Background: an optimization exercise with open tools, aiming at small area, a short achievable clock period and few clock cycles per item. Do not read the settings as production practice.
In this exercise RTL edits were held to simulation tests only and were not proved equivalent to the original.

==> inputs of amber <==
// sha2_digest
module sha2_digest (
  input  wire         clk,
  input  wire         rst,         
  input  wire         start,       
  input  wire [1:0]   alg,         
  input  wire [47:0]  msg_len,     
  input  wire         in_valid,
  input  wire [63:0]  in_data,     
  output wire         in_ready,
  output wire         done,
  output wire [511:0] digest       
);
make LEC_CHECK=0 CAP_MARGIN=20 CORE_MARGIN=2 CORE_UTILIZATION=30 PLACE_DENSITY=0.35 SLEW_MARGIN=20 SYNTH_MEMORY_MAX_BITS=8192 finish   # period 10.0 ns
run.sh (not shown) runs the stock make flow with config.mk's settings and CLKGATE_MAP_FILE= SYNTH_SCRIPT=/design/flow/synth_recipe.tcl, a recipe that flattens the netlist after the stock synthesis.
==> inputs of raven, as changes to amber <==
--- a/flow/design.v
+++ b/flow/design.v
@@ -8,13 +8,13 @@
   input  wire [63:0]  in_data,     
   output wire         in_ready,
   output wire         done,
   output wire [511:0] digest       
 );
   localparam [1:0] ALG_384 = 2'd0, ALG_256 = 2'd1, ALG_512 = 2'd2, ALG_512_256 = 2'd3;
-  localparam [1:0] S_FILL1 = 2'd0, S_FILL2 = 2'd1, S_ROUND = 2'd2, S_UPDATE = 2'd3;
+  localparam [1:0] S_FILL = 2'd0, S_ROUND = 2'd2, S_UPDATE = 2'd3;
   function automatic [63:0] krom (input [6:0] j);
     reg [63:0] k;
     begin
       case (j)
       7'd1: k = 64'h428a2f98d728ae22;
       7'd2: k = 64'h7137449123ef65cd;
@@ -104,12 +104,30 @@
   function automatic [63:0] rotr64 (input [63:0] x, input integer n);
     rotr64 = (x >> n) | (x << (64 - n));
   endfunction
   function automatic [31:0] rotr32 (input [31:0] x, input integer n);
     rotr32 = (x >> n) | (x << (32 - n));
   endfunction
+  function automatic [63:0] ks_add (input [63:0] x, input [63:0] y);
+    reg [63:0] gg, pp, p0;
+    integer k, b;
+    begin
+      gg = x & y;
+      pp = x ^ y;
+      p0 = pp;
+      for (k = 1; k < 64; k = k * 2)
+        for (b = 63; b >= k; b = b - 1) begin
+          gg[b] = gg[b] | (pp[b] & gg[b-k]);
+          pp[b] = pp[b] & pp[b-k];
+        end
+      ks_add = p0 ^ {gg[62:0], 1'b0};
+    end
+  endfunction
+  function automatic [127:0] csa (input [63:0] x, input [63:0] y, input [63:0] z);
+    csa = {((x & y) | (x & z) | (y & z)) << 1, x ^ y ^ z};
+  endfunction
   function automatic [63:0] bswap64 (input [63:0] x);
     integer i;
     begin
       for (i = 0; i < 8; i = i + 1)
         bswap64[8*i +: 8] = x[8*(7-i) +: 8];
     end
@@ -155,33 +173,36 @@
         default: iv = 64'h0;
       endcase
     end
   endfunction
   reg        act;           
   reg        done_q;
+  reg        o_lo, o_256, o_45, o_67;    
   reg [1:0]  state;
   reg [1:0]  alg_q;
   reg        m256;          
   reg [47:0] len_q;
   reg [44:0] rem;           
+  reg        full_word;     
   reg        padded;        
   reg        lenok;         
+  reg        first;         
   reg        fin;           
   reg [3:0]  pos;           
   reg [6:0]  j;             
   reg [63:0] a, b, c, d, e, f, g, h;
   reg [63:0] hk;            
+  reg [63:0] kv;            
   reg [63:0] wn;            
   reg [63:0] win [0:14];    
   reg [63:0] hs [0:7];      
   wire last_rnd  = m256 ? (j == 7'd65) : (j == 7'd81);
   wire loadw     = (state != S_ROUND) || !last_rnd;
   wire j_lo      = (j < 7'd16);
   wire from_strm = m256 ? (!j[0] && (j_lo || j == 7'd64)) : (j_lo || j == 7'd80);
   wire from_stsh = m256 && j[0] && j_lo;
-  wire full_word = (rem != 45'd0);
   wire tail_pend = (len_q[2:0] != 3'd0) && !padded;
   wire need_data = full_word || tail_pend;
   wire pos_first = m256 ? (pos[2:0] == 3'd0) : (pos == 4'd0);
   wire pos_last  = m256 ? (pos[2:0] == 3'd7) : (pos == 4'd15);
   wire pos_room  = m256 ? (pos[2:0] <= 3'd6) : (pos <= 4'd13);
   wire put_80    = !full_word && !padded;       
@@ -211,131 +232,134 @@
   wire [63:0] s0_512 = rotr64(win[13], 1) ^ rotr64(win[13], 8) ^ (win[13] >> 7);
   wire [63:0] s1_512 = rotr64(win[0], 19) ^ rotr64(win[0], 61) ^ (win[0] >> 6);
   wire [31:0] s0_256 = rotr32(win[13][31:0], 7) ^ rotr32(win[13][31:0], 18) ^ (win[13][31:0] >> 3);
   wire [31:0] s1_256 = rotr32(win[0][31:0], 17) ^ rotr32(win[0][31:0], 19) ^ (win[0][31:0] >> 10);
   wire [63:0] s0w = {s0_512[63:32], m256 ? s0_256 : s0_512[31:0]};
   wire [63:0] s1w = {s1_512[63:32], m256 ? s1_256 : s1_512[31:0]};
-  wire [63:0] sched = s1w + win[5] + s0w + win[14];
+  wire [127:0] cw1 = csa(win[5], win[14], s0w);
+  wire [127:0] cw2 = csa(cw1[63:0], cw1[127:64], s1w);
+  wire [63:0] sched = ks_add(cw2[63:0], cw2[127:64]);
   wire [63:0] S0_512 = rotr64(a, 28) ^ rotr64(a, 34) ^ rotr64(a, 39);
   wire [63:0] S1_512 = rotr64(e, 14) ^ rotr64(e, 18) ^ rotr64(e, 41);
   wire [31:0] S0_256 = rotr32(a[31:0], 2) ^ rotr32(a[31:0], 13) ^ rotr32(a[31:0], 22);
   wire [31:0] S1_256 = rotr32(e[31:0], 6) ^ rotr32(e[31:0], 11) ^ rotr32(e[31:0], 25);
   wire [63:0] S0  = {S0_512[63:32], m256 ? S0_256 : S0_512[31:0]};
   wire [63:0] S1  = {S1_512[63:32], m256 ? S1_256 : S1_512[31:0]};
   wire [63:0] ch  = (e & f) ^ (~e & g);
   wire [63:0] maj = (a & b) ^ (a & c) ^ (b & c);
-  wire [63:0] new_a = hk + S1 + ch + S0 + maj;
-  wire [63:0] new_e = hk + S1 + ch + d;
-  wire [63:0] kr  = krom(j);
-  wire [63:0] kv  = {kr[63:32], m256 ? kr[63:32] : kr[31:0]};
-  wire [63:0] hsrc = (state == S_ROUND) ? g : (state == S_UPDATE) ? hs[6] : h;
+  wire [127:0] cs1 = csa(hk, ch, maj);
+  wire [127:0] cs2 = csa(cs1[63:0], cs1[127:64], S0);
+  wire [127:0] cs3 = csa(cs2[63:0], cs2[127:64], S1);
+  wire [63:0] new_a = ks_add(cs3[63:0], cs3[127:64]);
+  wire [127:0] cs4 = csa(d, hk, ch);
+  wire [127:0] cs5 = csa(cs4[63:0], cs4[127:64], S1);
+  wire [63:0] new_e = ks_add(cs5[63:0], cs5[127:64]);
+  wire [6:0]  jn  = (state == S_ROUND && last_rnd) ? 7'd1 : j + 7'd1;
+  wire [63:0] kr  = krom(jn);
+  wire [63:0] hsrc = (state == S_ROUND) ? g : hs[6];
   wire [63:0] hk_next = hsrc + kv + wn;
   reg [63:0] wn_next;
   always @(*) begin
     if (from_strm)
       wn_next = m256 ? {msg_word[31:0], msg_word[63:32]} : msg_word;
     else if (from_stsh)
       wn_next = {wn[63:32], wn[63:32]};
     else
       wn_next = sched;
   end
   wire hupd = (state == S_UPDATE) ||
               ((state == S_ROUND) && (m256 ? (j >= 7'd63) : (j >= 7'd79)));
-  wire [63:0] sum_a = hs[3] + a;
-  wire [63:0] sum_e = hs[7] + e;
+  wire [63:0] sum_a = hs[3] + (first ? 64'd0 : a);
+  wire [63:0] sum_e = hs[7] + (first ? 64'd0 : e);
   integer i;
   always @(posedge clk) begin
     if (rst) begin
       act    <= 1'b0;
       done_q <= 1'b0;
+      o_lo <= 1'b0; o_256 <= 1'b0; o_45 <= 1'b0; o_67 <= 1'b0;
     end else if (start) begin
       act    <= 1'b1;
       done_q <= 1'b0;
-      state  <= S_FILL1;
+      o_lo <= 1'b0; o_256 <= 1'b0; o_45 <= 1'b0; o_67 <= 1'b0;
+      state  <= S_FILL;
+      first  <= 1'b1;
       alg_q  <= alg;
       m256   <= (alg == ALG_256);
       len_q  <= msg_len;
       rem    <= msg_len[47:3];
+      full_word <= (msg_len[47:3] != 45'd0);
       padded <= 1'b0;
       lenok  <= 1'b0;
       fin    <= 1'b0;
       pos    <= 4'd0;
       j      <= 7'd0;
-      for (i = 0; i < 8; i = i + 1)
-        hs[i] <= iv(alg, i[2:0]);
-      a <= iv(alg, 3'd0); b <= iv(alg, 3'd1); c <= iv(alg, 3'd2); d <= iv(alg, 3'd3);
-      e <= iv(alg, 3'd4); f <= iv(alg, 3'd5); g <= iv(alg, 3'd6); h <= iv(alg, 3'd7);
+      hs[3] <= iv(alg, 3'd0); hs[0] <= iv(alg, 3'd1); hs[1] <= iv(alg, 3'd2); hs[2] <= iv(alg, 3'd3);
+      hs[7] <= iv(alg, 3'd4); hs[4] <= iv(alg, 3'd5); hs[5] <= iv(alg, 3'd6); hs[6] <= iv(alg, 3'd7);
     end else if (adv) begin
       if (loadw && from_strm) begin
         pos <= pos + 4'd1;
-        if (full_word)
+        if (full_word) begin
           rem <= rem - 45'd1;
+          full_word <= (rem != 45'd1);
+        end
         if (put_80) begin
           padded <= 1'b1;
           if (pos_room)
             lenok <= 1'b1;
         end
         if (pos_first && padded)
           lenok <= 1'b1;
         if (put_len)
           fin <= 1'b1;
       end
+      hk <= hk_next;
       if (loadw) begin
         wn     <= wn_next;
         win[0] <= wn;
         for (i = 1; i < 15; i = i + 1)
           win[i] <= win[i-1];
       end
-      hk <= hk_next;
-      if (state == S_ROUND && last_rnd)
-        j <= 7'd1;
-      else
-        j <= j + 7'd1;
+      j  <= jn;
+      kv <= {kr[63:32], m256 ? kr[63:32] : kr[31:0]};
       if (hupd) begin
         hs[0] <= sum_a; hs[1] <= hs[0]; hs[2] <= hs[1]; hs[3] <= hs[2];
         hs[4] <= sum_e; hs[5] <= hs[4]; hs[6] <= hs[5]; hs[7] <= hs[6];
       end
       case (state)
-        S_FILL1: state <= S_FILL2;
-        S_FILL2: state <= S_ROUND;
+        S_FILL: state <= S_UPDATE;
         S_ROUND: begin
           a <= new_a; b <= a; c <= b; d <= c;
           e <= new_e; f <= e; g <= f; h <= g;
           if (last_rnd)
             state <= S_UPDATE;
         end
         default: begin  
           a <= sum_a; b <= hs[0]; c <= hs[1]; d <= hs[2];
           e <= sum_e; f <= hs[4]; g <= hs[5]; h <= hs[6];
           state <= S_ROUND;
+          first <= 1'b0;
           if (fin) begin
             act    <= 1'b0;
             done_q <= 1'b1;
+            o_lo   <= !m256;
+            o_256  <= m256;
+            o_45   <= (alg_q == ALG_384) || (alg_q == ALG_512);
+            o_67   <= (alg_q == ALG_512);
           end
         end
       endcase
     end
   end
   reg [511:0] result;
   integer n;
   always @(*) begin
-    result = 512'h0;
-    if (done_q) begin
-      case (alg_q)
-        ALG_256:
-          for (n = 0; n < 8; n = n + 1)
-            result[32*n +: 32] = bswap32(hs[n][31:0]);
-        ALG_384:
-          for (n = 0; n < 6; n = n + 1)
-            result[64*n +: 64] = bswap64(hs[n]);
-        ALG_512:
-          for (n = 0; n < 8; n = n + 1)
-            result[64*n +: 64] = bswap64(hs[n]);
-        default:
-          for (n = 0; n < 4; n = n + 1)
-            result[64*n +: 64] = bswap64(hs[n]);
-      endcase
-    end
+    for (n = 0; n < 4; n = n + 1)
+      result[64*n +: 64] = ({64{o_lo}} & bswap64(hs[n]))
+                         | ({64{o_256}} & {bswap32(hs[2*n+1][31:0]), bswap32(hs[2*n][31:0])});
+    for (n = 4; n < 6; n = n + 1)
+      result[64*n +: 64] = {64{o_45}} & bswap64(hs[n]);
+    for (n = 6; n < 8; n = n + 1)
+      result[64*n +: 64] = {64{o_67}} & bswap64(hs[n]);
   end
   assign done   = done_q;
   assign digest = result;
 endmodule
CAP_MARGIN = 30   (was 20)
CORE_UTILIZATION = 45   (was 30)
PLACE_DENSITY = 0.55   (was 0.35)
SETUP_SLACK_MARGIN = 5   (was default)
SLEW_MARGIN = 30   (was 20)
==> inputs of violet, as changes to amber <==
--- a/flow/design.v
+++ b/flow/design.v
@@ -8,13 +8,13 @@
   input  wire [63:0]  in_data,     
   output wire         in_ready,
   output wire         done,
   output wire [511:0] digest       
 );
   localparam [1:0] ALG_384 = 2'd0, ALG_256 = 2'd1, ALG_512 = 2'd2, ALG_512_256 = 2'd3;
-  localparam [1:0] S_FILL1 = 2'd0, S_FILL2 = 2'd1, S_ROUND = 2'd2, S_UPDATE = 2'd3;
+  localparam [1:0] S_FILL = 2'd0, S_ROUND = 2'd2, S_UPDATE = 2'd3;
   function automatic [63:0] krom (input [6:0] j);
     reg [63:0] k;
     begin
       case (j)
       7'd1: k = 64'h428a2f98d728ae22;
       7'd2: k = 64'h7137449123ef65cd;
@@ -104,12 +104,30 @@
   function automatic [63:0] rotr64 (input [63:0] x, input integer n);
     rotr64 = (x >> n) | (x << (64 - n));
   endfunction
   function automatic [31:0] rotr32 (input [31:0] x, input integer n);
     rotr32 = (x >> n) | (x << (32 - n));
   endfunction
+  function automatic [63:0] ks_add (input [63:0] x, input [63:0] y);
+    reg [63:0] gg, pp, p0;
+    integer k, b;
+    begin
+      gg = x & y;
+      pp = x ^ y;
+      p0 = pp;
+      for (k = 1; k < 64; k = k * 2)
+        for (b = 63; b >= k; b = b - 1) begin
+          gg[b] = gg[b] | (pp[b] & gg[b-k]);
+          pp[b] = pp[b] & pp[b-k];
+        end
+      ks_add = p0 ^ {gg[62:0], 1'b0};
+    end
+  endfunction
+  function automatic [127:0] csa (input [63:0] x, input [63:0] y, input [63:0] z);
+    csa = {((x & y) | (x & z) | (y & z)) << 1, x ^ y ^ z};
+  endfunction
   function automatic [63:0] bswap64 (input [63:0] x);
     integer i;
     begin
       for (i = 0; i < 8; i = i + 1)
         bswap64[8*i +: 8] = x[8*(7-i) +: 8];
     end
@@ -155,33 +173,36 @@
         default: iv = 64'h0;
       endcase
     end
   endfunction
   reg        act;           
   reg        done_q;
+  reg        o_lo, o_256, o_45, o_67;    
   reg [1:0]  state;
   reg [1:0]  alg_q;
   reg        m256;          
   reg [47:0] len_q;
   reg [44:0] rem;           
+  reg        full_word;     
   reg        padded;        
   reg        lenok;         
+  reg        first;         
   reg        fin;           
   reg [3:0]  pos;           
   reg [6:0]  j;             
   reg [63:0] a, b, c, d, e, f, g, h;
   reg [63:0] hk;            
+  reg [63:0] kv;            
   reg [63:0] wn;            
   reg [63:0] win [0:14];    
   reg [63:0] hs [0:7];      
   wire last_rnd  = m256 ? (j == 7'd65) : (j == 7'd81);
   wire loadw     = (state != S_ROUND) || !last_rnd;
   wire j_lo      = (j < 7'd16);
   wire from_strm = m256 ? (!j[0] && (j_lo || j == 7'd64)) : (j_lo || j == 7'd80);
   wire from_stsh = m256 && j[0] && j_lo;
-  wire full_word = (rem != 45'd0);
   wire tail_pend = (len_q[2:0] != 3'd0) && !padded;
   wire need_data = full_word || tail_pend;
   wire pos_first = m256 ? (pos[2:0] == 3'd0) : (pos == 4'd0);
   wire pos_last  = m256 ? (pos[2:0] == 3'd7) : (pos == 4'd15);
   wire pos_room  = m256 ? (pos[2:0] <= 3'd6) : (pos <= 4'd13);
   wire put_80    = !full_word && !padded;       
@@ -211,131 +232,134 @@
   wire [63:0] s0_512 = rotr64(win[13], 1) ^ rotr64(win[13], 8) ^ (win[13] >> 7);
   wire [63:0] s1_512 = rotr64(win[0], 19) ^ rotr64(win[0], 61) ^ (win[0] >> 6);
   wire [31:0] s0_256 = rotr32(win[13][31:0], 7) ^ rotr32(win[13][31:0], 18) ^ (win[13][31:0] >> 3);
   wire [31:0] s1_256 = rotr32(win[0][31:0], 17) ^ rotr32(win[0][31:0], 19) ^ (win[0][31:0] >> 10);
   wire [63:0] s0w = {s0_512[63:32], m256 ? s0_256 : s0_512[31:0]};
   wire [63:0] s1w = {s1_512[63:32], m256 ? s1_256 : s1_512[31:0]};
-  wire [63:0] sched = s1w + win[5] + s0w + win[14];
+  wire [127:0] cw1 = csa(win[5], win[14], s0w);
+  wire [127:0] cw2 = csa(cw1[63:0], cw1[127:64], s1w);
+  wire [63:0] sched = ks_add(cw2[63:0], cw2[127:64]);
   wire [63:0] S0_512 = rotr64(a, 28) ^ rotr64(a, 34) ^ rotr64(a, 39);
   wire [63:0] S1_512 = rotr64(e, 14) ^ rotr64(e, 18) ^ rotr64(e, 41);
   wire [31:0] S0_256 = rotr32(a[31:0], 2) ^ rotr32(a[31:0], 13) ^ rotr32(a[31:0], 22);
   wire [31:0] S1_256 = rotr32(e[31:0], 6) ^ rotr32(e[31:0], 11) ^ rotr32(e[31:0], 25);
   wire [63:0] S0  = {S0_512[63:32], m256 ? S0_256 : S0_512[31:0]};
   wire [63:0] S1  = {S1_512[63:32], m256 ? S1_256 : S1_512[31:0]};
   wire [63:0] ch  = (e & f) ^ (~e & g);
   wire [63:0] maj = (a & b) ^ (a & c) ^ (b & c);
-  wire [63:0] new_a = hk + S1 + ch + S0 + maj;
-  wire [63:0] new_e = hk + S1 + ch + d;
-  wire [63:0] kr  = krom(j);
-  wire [63:0] kv  = {kr[63:32], m256 ? kr[63:32] : kr[31:0]};
-  wire [63:0] hsrc = (state == S_ROUND) ? g : (state == S_UPDATE) ? hs[6] : h;
+  wire [127:0] cs1 = csa(hk, ch, maj);
+  wire [127:0] cs2 = csa(cs1[63:0], cs1[127:64], S0);
+  wire [127:0] cs3 = csa(cs2[63:0], cs2[127:64], S1);
+  wire [63:0] new_a = ks_add(cs3[63:0], cs3[127:64]);
+  wire [127:0] cs4 = csa(d, hk, ch);
+  wire [127:0] cs5 = csa(cs4[63:0], cs4[127:64], S1);
+  wire [63:0] new_e = ks_add(cs5[63:0], cs5[127:64]);
+  wire [6:0]  jn  = (state == S_ROUND && last_rnd) ? 7'd1 : j + 7'd1;
+  wire [63:0] kr  = krom(jn);
+  wire [63:0] hsrc = (state == S_ROUND) ? g : hs[6];
   wire [63:0] hk_next = hsrc + kv + wn;
   reg [63:0] wn_next;
   always @(*) begin
     if (from_strm)
       wn_next = m256 ? {msg_word[31:0], msg_word[63:32]} : msg_word;
     else if (from_stsh)
       wn_next = {wn[63:32], wn[63:32]};
     else
       wn_next = sched;
   end
   wire hupd = (state == S_UPDATE) ||
               ((state == S_ROUND) && (m256 ? (j >= 7'd63) : (j >= 7'd79)));
-  wire [63:0] sum_a = hs[3] + a;
-  wire [63:0] sum_e = hs[7] + e;
+  wire [63:0] sum_a = hs[3] + (first ? 64'd0 : a);
+  wire [63:0] sum_e = hs[7] + (first ? 64'd0 : e);
   integer i;
   always @(posedge clk) begin
     if (rst) begin
       act    <= 1'b0;
       done_q <= 1'b0;
+      o_lo <= 1'b0; o_256 <= 1'b0; o_45 <= 1'b0; o_67 <= 1'b0;
     end else if (start) begin
       act    <= 1'b1;
       done_q <= 1'b0;
-      state  <= S_FILL1;
+      o_lo <= 1'b0; o_256 <= 1'b0; o_45 <= 1'b0; o_67 <= 1'b0;
+      state  <= S_FILL;
+      first  <= 1'b1;
       alg_q  <= alg;
       m256   <= (alg == ALG_256);
       len_q  <= msg_len;
       rem    <= msg_len[47:3];
+      full_word <= (msg_len[47:3] != 45'd0);
       padded <= 1'b0;
       lenok  <= 1'b0;
       fin    <= 1'b0;
       pos    <= 4'd0;
       j      <= 7'd0;
-      for (i = 0; i < 8; i = i + 1)
-        hs[i] <= iv(alg, i[2:0]);
-      a <= iv(alg, 3'd0); b <= iv(alg, 3'd1); c <= iv(alg, 3'd2); d <= iv(alg, 3'd3);
-      e <= iv(alg, 3'd4); f <= iv(alg, 3'd5); g <= iv(alg, 3'd6); h <= iv(alg, 3'd7);
+      hs[3] <= iv(alg, 3'd0); hs[0] <= iv(alg, 3'd1); hs[1] <= iv(alg, 3'd2); hs[2] <= iv(alg, 3'd3);
+      hs[7] <= iv(alg, 3'd4); hs[4] <= iv(alg, 3'd5); hs[5] <= iv(alg, 3'd6); hs[6] <= iv(alg, 3'd7);
     end else if (adv) begin
       if (loadw && from_strm) begin
         pos <= pos + 4'd1;
-        if (full_word)
+        if (full_word) begin
           rem <= rem - 45'd1;
+          full_word <= (rem != 45'd1);
+        end
         if (put_80) begin
           padded <= 1'b1;
           if (pos_room)
             lenok <= 1'b1;
         end
         if (pos_first && padded)
           lenok <= 1'b1;
         if (put_len)
           fin <= 1'b1;
       end
+      hk <= hk_next;
       if (loadw) begin
         wn     <= wn_next;
         win[0] <= wn;
         for (i = 1; i < 15; i = i + 1)
           win[i] <= win[i-1];
       end
-      hk <= hk_next;
-      if (state == S_ROUND && last_rnd)
-        j <= 7'd1;
-      else
-        j <= j + 7'd1;
+      j  <= jn;
+      kv <= {kr[63:32], m256 ? kr[63:32] : kr[31:0]};
       if (hupd) begin
         hs[0] <= sum_a; hs[1] <= hs[0]; hs[2] <= hs[1]; hs[3] <= hs[2];
         hs[4] <= sum_e; hs[5] <= hs[4]; hs[6] <= hs[5]; hs[7] <= hs[6];
       end
       case (state)
-        S_FILL1: state <= S_FILL2;
-        S_FILL2: state <= S_ROUND;
+        S_FILL: state <= S_UPDATE;
         S_ROUND: begin
           a <= new_a; b <= a; c <= b; d <= c;
           e <= new_e; f <= e; g <= f; h <= g;
           if (last_rnd)
             state <= S_UPDATE;
         end
         default: begin  
           a <= sum_a; b <= hs[0]; c <= hs[1]; d <= hs[2];
           e <= sum_e; f <= hs[4]; g <= hs[5]; h <= hs[6];
           state <= S_ROUND;
+          first <= 1'b0;
           if (fin) begin
             act    <= 1'b0;
             done_q <= 1'b1;
+            o_lo   <= !m256;
+            o_256  <= m256;
+            o_45   <= (alg_q == ALG_384) || (alg_q == ALG_512);
+            o_67   <= (alg_q == ALG_512);
           end
         end
       endcase
     end
   end
   reg [511:0] result;
   integer n;
   always @(*) begin
-    result = 512'h0;
-    if (done_q) begin
-      case (alg_q)
-        ALG_256:
-          for (n = 0; n < 8; n = n + 1)
-            result[32*n +: 32] = bswap32(hs[n][31:0]);
-        ALG_384:
-          for (n = 0; n < 6; n = n + 1)
-            result[64*n +: 64] = bswap64(hs[n]);
-        ALG_512:
-          for (n = 0; n < 8; n = n + 1)
-            result[64*n +: 64] = bswap64(hs[n]);
-        default:
-          for (n = 0; n < 4; n = n + 1)
-            result[64*n +: 64] = bswap64(hs[n]);
-      endcase
-    end
+    for (n = 0; n < 4; n = n + 1)
+      result[64*n +: 64] = ({64{o_lo}} & bswap64(hs[n]))
+                         | ({64{o_256}} & {bswap32(hs[2*n+1][31:0]), bswap32(hs[2*n][31:0])});
+    for (n = 4; n < 6; n = n + 1)
+      result[64*n +: 64] = {64{o_45}} & bswap64(hs[n]);
+    for (n = 6; n < 8; n = n + 1)
+      result[64*n +: 64] = {64{o_67}} & bswap64(hs[n]);
   end
   assign done   = done_q;
   assign digest = result;
 endmodule
==> flow/flow/run.sh (new file) <==
#!/bin/bash
set -euo pipefail
bash standard.sh "BUFFER_PORTS_ARGS=-buffer_cell sky130_fd_sc_hd__buf_1" finish > standard_flow.log 2>&1
==> flow/standard.sh (new file) <==
#!/bin/bash
# synth_recipe.tcl (not shown) runs the flow's synth.tcl, then flattens the netlist and writes it again
# the make line also repeats each setting of config.mk as NAME=value (left out here)
make -C /OpenROAD-flow-scripts/flow DESIGN_CONFIG=/design/flow/config.mk WORK_HOME=/design/flow/orfs CLKGATE_MAP_FILE= SYNTH_SCRIPT=/design/flow/synth_recipe.tcl "${@:-finish}"
CAP_MARGIN = 30   (was 20)
CORE_UTILIZATION = 45   (was 30)
CTS_CLUSTER_DIAMETER = 100   (was default)
CTS_CLUSTER_SIZE = 25   (was default)
PLACE_DENSITY = 0.55   (was 0.35)
SETUP_SLACK_MARGIN = 5   (was default)
SLEW_MARGIN = 30   (was 20)
removed: flow/run.sh
==> results by group <==
Cells and area
  • Num sequential: 2,290
  • Area of the multi-input gates: between 60,000 and 70,000 um^2

Synth
  • Cell count after synthesis: ~13k

Hold path
  • Hold_sp: win[6][27]

Placed design
  • Placement Setup Slack: between 0.5 and 0.6 ns

Floorplanning
  • CORE AREA: ~450,000 um^2

Setup path
  • Reg2Reg Depth: 25

Status
  • Status: finished clean
the above is filed under amber

==> results by group <==
Hold path
  • Hold_sp: win[3][53]

Cells and area
  • Area of the multi-input gates: 66,100 um^2
  • Nets@finish: ~15k
  • Num sequential: roughly 2.2k

Floorplanning
  • CORE AREA: between 200,000 and 300,000 um^2

Status
  • Status: finished clean

Placed design
  • Placement Setup Slack: around 3.2 ns

Setup path
  • Reg2Reg Depth: 18

Synth
  • Cell count after synthesis: around 13k

Clock tree
  • Root buffer cell: clkbuf_16
the above is filed under raven

==> results by group <==
Status
  • Status: finished clean

Cells and area
  • Area of the multi-input gates: approximately 66,000 um^2
  • Num sequential: around 2.2k

Placed design
  • Placement Setup Slack: 2.79 ns

Floorplanning
  • CORE AREA: 298,000 um^2

Hold path
  • Hold_sp: win[11][44]
the above is filed under violet

Testbench counts of amber, summed over its fixed seeds: cycles 89,946, bytes 107,673.
Testbench counts of raven, summed over its fixed seeds: cycles 89,946, bytes 107,673.
Testbench counts of violet, summed over its fixed seeds: cycles 89,946, bytes 107,673.

==> static timing again, ports no longer ideal <==
Ports are ideal in the flow. The routed layouts listed here were re-timed in OpenROAD. Step 1: set_driving_cell puts a clkbuf_16 on clk and a buf_2 on each other input, an assumption about the parent block. Step 2, shift: input delay + t, output delay - t, t = (earliest + latest rising clock arrival at the registers) / 2. This alone moves slack from input paths to output paths. a / b / c = ideal / step 1 / step 2; a / b = the first two.
| run | shift t [ns] | setup WS [ns] | clock arrival spread, ns | slew at the worst register clock pin (ns) | cell pins on the clock port's net |
|---|---|---|---|---|---|
| amber | 1.086 | 0.457 / 0.457 / 0.457 | 0.100 / 0.100 | 0.08 / 0.08 | 1 |
| raven | 1.057 | 4.336 / 4.336 / 4.140 | 0.156 / 0.156 | 0.07 / 0.07 | 1 |
| violet | 1.048 | 4.276 / 4.276 / 4.276 | 0.139 / 0.138 | 0.12 / 0.12 | 1 |
After both steps setup and hold are still met in every run listed. The setup slack of raven, which loses most, moves by 0.000 ns with the drivers and by -0.196 ns with both steps.
